This is an optimization exercise on Yosys and OpenROAD, whose aim is small area, a short achievable clock period and few clock cycles, not a production implementation. In this exercise RTL edits were held to simulation tests only and were not proved equivalent to the original.

## dec_unit
module dec_unit (
    input  wire         clk,
    input  wire         rst,
    input  wire         start,
    input  wire [2:0]   op,
    input  wire [4:0]   n,
    input  wire [127:0] kd,
    input  wire [127:0] ks,
    input  wire [63:0]  ds,
    output reg          ready,
    output reg          done,
    output reg  [127:0] k_out,
    output reg  [63:0]  d_out,
    output reg          flag_n,
    output reg          flag_z,
    output reg          flag_v,
    output reg          exc
);
For scale: ~11,000 cells after synthesis, ~530 I/O pins.
export LEC_CHECK = 0
export ABC_AREA = 1
export CAP_MARGIN = 20
export CORE_MARGIN = 2
export CORE_UTILIZATION = 40
export PLACE_DENSITY = 0.6
export SLEW_MARGIN = 20
create_clock -name core_clock -period 55.0 [get_ports {clk}]
run.sh (not shown) runs the stock make flow with config.mk's settings and CLKGATE_MAP_FILE= SYNTH_SCRIPT=/design/flow/synth_recipe.tcl, a recipe that flattens the netlist after the stock synthesis.
The starting point finished with timing, DRC and antenna clean.
Testbench counts at the start, summed over its fixed seeds: cycles 19,477.
Rerun with:
--- a/flow/design.v
+++ b/flow/design.v
@@ -36,15 +36,15 @@
     reg [63:0]  d_r;
     reg       first;       
     reg       it_bd;       
     reg       it_db;       
     reg [1:0] cnt;         
     reg       b_negr;      
     reg       d_negr;      
-    reg       cv_hi;       
+    reg       cv_hz;       
     wire last = (it_bd || it_db) && (cnt == 2'd0);
     reg  busy_n;           
     wire go   = start && !busy_n;
     wire [123:0] a_mag = a_r[127:4];
     wire [123:0] b_mag = b_r[123:0];
     wire a_ok  = a_r[3] && (a_r[2] || a_r[1]) && dig_ok(a_mag);
     wire b_ok  = b_sok && dig_ok(b_mag);
@@ -103,15 +103,15 @@
             dd_bin = {dd_bin[62:0], 1'b0};
         end
     end
     wire [63:0] acc    = first ? 64'd0 : d_r;
     wire [63:0] db_next;
     wire        db_zero;
     horner8 u_h (.acc(acc), .dig(b_r[127:96]), .neg(b_negr), .out(db_next), .zero(db_zero));
-    wire        db_ovf  = cv_hi || (b_negr ? (!db_next[63] && !db_zero) : db_next[63]);
+    wire        db_ovf  = cv_hz || (b_negr ? (!db_next[63] && !db_zero) : db_next[63]);
     wire op_cv = (op == OP_CVBD) || (op == OP_CVDB);
     always @(posedge clk) begin
         if (rst) begin
             v1    <= 1'b0;
             first <= 1'b0;
             it_bd <= 1'b0;
             it_db <= 1'b0;
@@ -153,35 +153,33 @@
         else if (it_db && !last)
             d_r <= db_next;
         else begin
             d_r    <= ds;
             d_negr <= ds[63];
         end
         if (first)
-            cv_hi <= (b_r[123:76] != 48'd0);
+            cv_hz <= it_db ? (b_r[123:76] != 48'd0) : (d_r == 64'd0);
     end
     always @(posedge clk) begin
         d_out <= db_next;
         if (it_bd)
             k_out <= {48'd0, dd_bcd, d_negr ? SIGN_MINUS : SIGN_PLUS};
         else
             k_out <= {s_mag, s_n ? SIGN_MINUS : SIGN_PLUS};
         if (it_db) begin
             flag_n <= db_next[63];
             flag_z <= db_zero;
             flag_v <= db_ovf;
             if (first)
                 exc <= !b_ok;
         end else if (it_bd) begin
-            if (first) begin
-                exc    <= 1'b0;
-                flag_n <= d_negr;
-                flag_z <= (d_r == 64'd0);
-                flag_v <= 1'b0;
-            end
+            exc    <= 1'b0;
+            flag_n <= d_negr;
+            flag_z <= cv_hz;
+            flag_v <= 1'b0;
         end else begin
             exc <= !(a_ok && (is_sh || b_ok));
             if (is_cmp_r) begin
                 flag_n <= as_neg && (!s_zero || as_ovf);
                 flag_z <= s_zero && !as_ovf;
                 flag_v <= 1'b0;
             end else begin
After rerunning: Global-route usage went down by 0.65 points; critical path depth is unchanged; hold slack gains 0.0059 ns; flip-flop and latch count stays the same; maximum frequency stays flat; design area went up slightly; count of clock-buffer cells in the layout went down by 11; register-to-register slack loses 0.62 ns; worst setup slack loses 0.036 ns; routed wire length went down slightly; die area went up slightly.
Testbench counts after the change, summed over its fixed seeds: cycles 19,477.

Setup of red:
Starting RTL as in the previous note.
make LEC_CHECK=0 ABC_AREA=1 CAP_MARGIN=20 CORE_MARGIN=2 CORE_UTILIZATION=50 PLACE_DENSITY=0.65 SLEW_MARGIN=20 finish   # period 55.0 ns
Testbench counts of red, summed over its fixed seeds: cycles 19,477.
diff inputs: red => blue
--- a/flow/design.v
+++ b/flow/design.v
@@ -31,25 +31,25 @@
     reg         is_sh_r, is_shl_r, is_cmp_r;
     reg [2:0]   eff_sub_r;  
     reg [127:0] a_r;
     reg [127:0] b_r;       
     reg         b_sok;     
     reg [63:0]  d_r;
     reg       first;       
     reg       it_bd;       
     reg       it_db;       
     reg [1:0] cnt;         
     reg       b_negr;      
     reg       d_negr;      
-    reg       cv_hi;       
+    reg       cv_hz;       
     wire last = (it_bd || it_db) && (cnt == 2'd0);
     reg  busy_n;           
     wire go   = start && !busy_n;
     wire [123:0] a_mag = a_r[127:4];
     wire [123:0] b_mag = b_r[123:0];
     wire a_ok  = a_r[3] && (a_r[2] || a_r[1]) && dig_ok(a_mag);
     wire b_ok  = b_sok && dig_ok(b_mag);
     wire a_neg = sign_neg(a_r[3:0]);
     wire b_neg = b_negr;
     wire [123:0] as_mag;
     wire         as_swap, as_cout, as_zero;
     bcd_addsub u_as (.a(a_mag), .b(b_mag), .sub(eff_sub_r),
@@ -98,25 +98,25 @@
     always @(*) begin
         dd_bcd = bd_bcd_in;
         dd_bin = bd_bin_in;
         for (s = 0; s < SB; s = s + 1) begin
             dd_bcd = dd_step(dd_bcd, dd_bin[63]) & dd_mask(s);
             dd_bin = {dd_bin[62:0], 1'b0};
         end
     end
     wire [63:0] acc    = first ? 64'd0 : d_r;
     wire [63:0] db_next;
     wire        db_zero;
     horner8 u_h (.acc(acc), .dig(b_r[127:96]), .neg(b_negr), .out(db_next), .zero(db_zero));
-    wire        db_ovf  = cv_hi || (b_negr ? (!db_next[63] && !db_zero) : db_next[63]);
+    wire        db_ovf  = cv_hz || (b_negr ? (!db_next[63] && !db_zero) : db_next[63]);
     wire op_cv = (op == OP_CVBD) || (op == OP_CVDB);
     always @(posedge clk) begin
         if (rst) begin
             v1    <= 1'b0;
             first <= 1'b0;
             it_bd <= 1'b0;
             it_db <= 1'b0;
             done  <= 1'b0;
             ready  <= 1'b1;
             busy_n <= 1'b0;
         end else begin
             v1    <= go && !op_cv;
@@ -148,45 +148,43 @@
             b_sok  <= ks[3] && (ks[2] || ks[1]);
             b_negr <= sign_neg(ks[3:0]);
         end
         if (it_bd && !last)
             d_r <= dd_bin;
         else if (it_db && !last)
             d_r <= db_next;
         else begin
             d_r    <= ds;
             d_negr <= ds[63];
         end
         if (first)
-            cv_hi <= (b_r[123:76] != 48'd0);
+            cv_hz <= it_db ? (b_r[123:76] != 48'd0) : (d_r == 64'd0);
     end
     always @(posedge clk) begin
         d_out <= db_next;
         if (it_bd)
             k_out <= {48'd0, dd_bcd, d_negr ? SIGN_MINUS : SIGN_PLUS};
         else
             k_out <= {s_mag, s_n ? SIGN_MINUS : SIGN_PLUS};
         if (it_db) begin
             flag_n <= db_next[63];
             flag_z <= db_zero;
             flag_v <= db_ovf;
             if (first)
                 exc <= !b_ok;
         end else if (it_bd) begin
-            if (first) begin
-                exc    <= 1'b0;
-                flag_n <= d_negr;
-                flag_z <= (d_r == 64'd0);
-                flag_v <= 1'b0;
-            end
+            exc    <= 1'b0;
+            flag_n <= d_negr;
+            flag_z <= cv_hz;
+            flag_v <= 1'b0;
         end else begin
             exc <= !(a_ok && (is_sh || b_ok));
             if (is_cmp_r) begin
                 flag_n <= as_neg && (!s_zero || as_ovf);
                 flag_z <= s_zero && !as_ovf;
                 flag_v <= 1'b0;
             end else begin
                 flag_n <= s_n;
                 flag_z <= s_zero;
                 flag_v <= is_sh ? (is_shl && shl_v) : as_ovf;
             end
         end
## What came out
- red -> blue: post-synthesis share of cell area spent on and, or, nand and nor gates flat
- blue ended up with a higher standard-cell row count than red did.
- blue vs. red: post-route clock period utilization went up by 0.29 points.
- red → blue: number of design-rule violations left by the first detailed-router iteration decreased by 1449 relative to the old numbers; worst setup slack lost 0.16 ns.
- Number of clock buffers in the layout (blue over red): increase, 6
- blue vs red, instance count: blue lower
- Comparing blue with red, the footprint of the flip-flops and latches came out essentially unchanged.
Testbench counts of blue, summed over its fixed seeds: cycles 19,477.

==> separate check: timing with driven ports <==
No port has a modelled driver above. Below, the same layouts with a new extraction and two added sets of constraints.
Step 1 sets driving cells, clkbuf_16 on the clock port and buf_2 on the other inputs (assumed; they add their load-dependent delay and slew).
Step 2 times the ports against the registers' clock, not the clock port: input delays grow and output delays shrink by t, the midpoint of the rising clock arrivals with the driver on.
Slacks: ideal ports / drivers / drivers and shift; pairs: ideal ports / drivers.
| run | t (ns) | slack for setup (ns) | worst setup path after step 2 |
|---|---|---|---|
| the first run of note 1 | 0.804 | 42.240 / 42.146 / 42.257 | input to register |
| the second run of note 1 | 0.813 | 42.204 / 42.114 / 42.285 | input to register |
| red | 0.808 | 42.366 / 42.268 / 42.271 | input to register |
| blue | 0.779 | 42.207 / 42.122 / 42.228 | input to register |
After both steps every run listed still meets setup and hold. The setup slack of red, which loses most, moves by -0.098 ns with the drivers and by -0.095 ns with both steps.
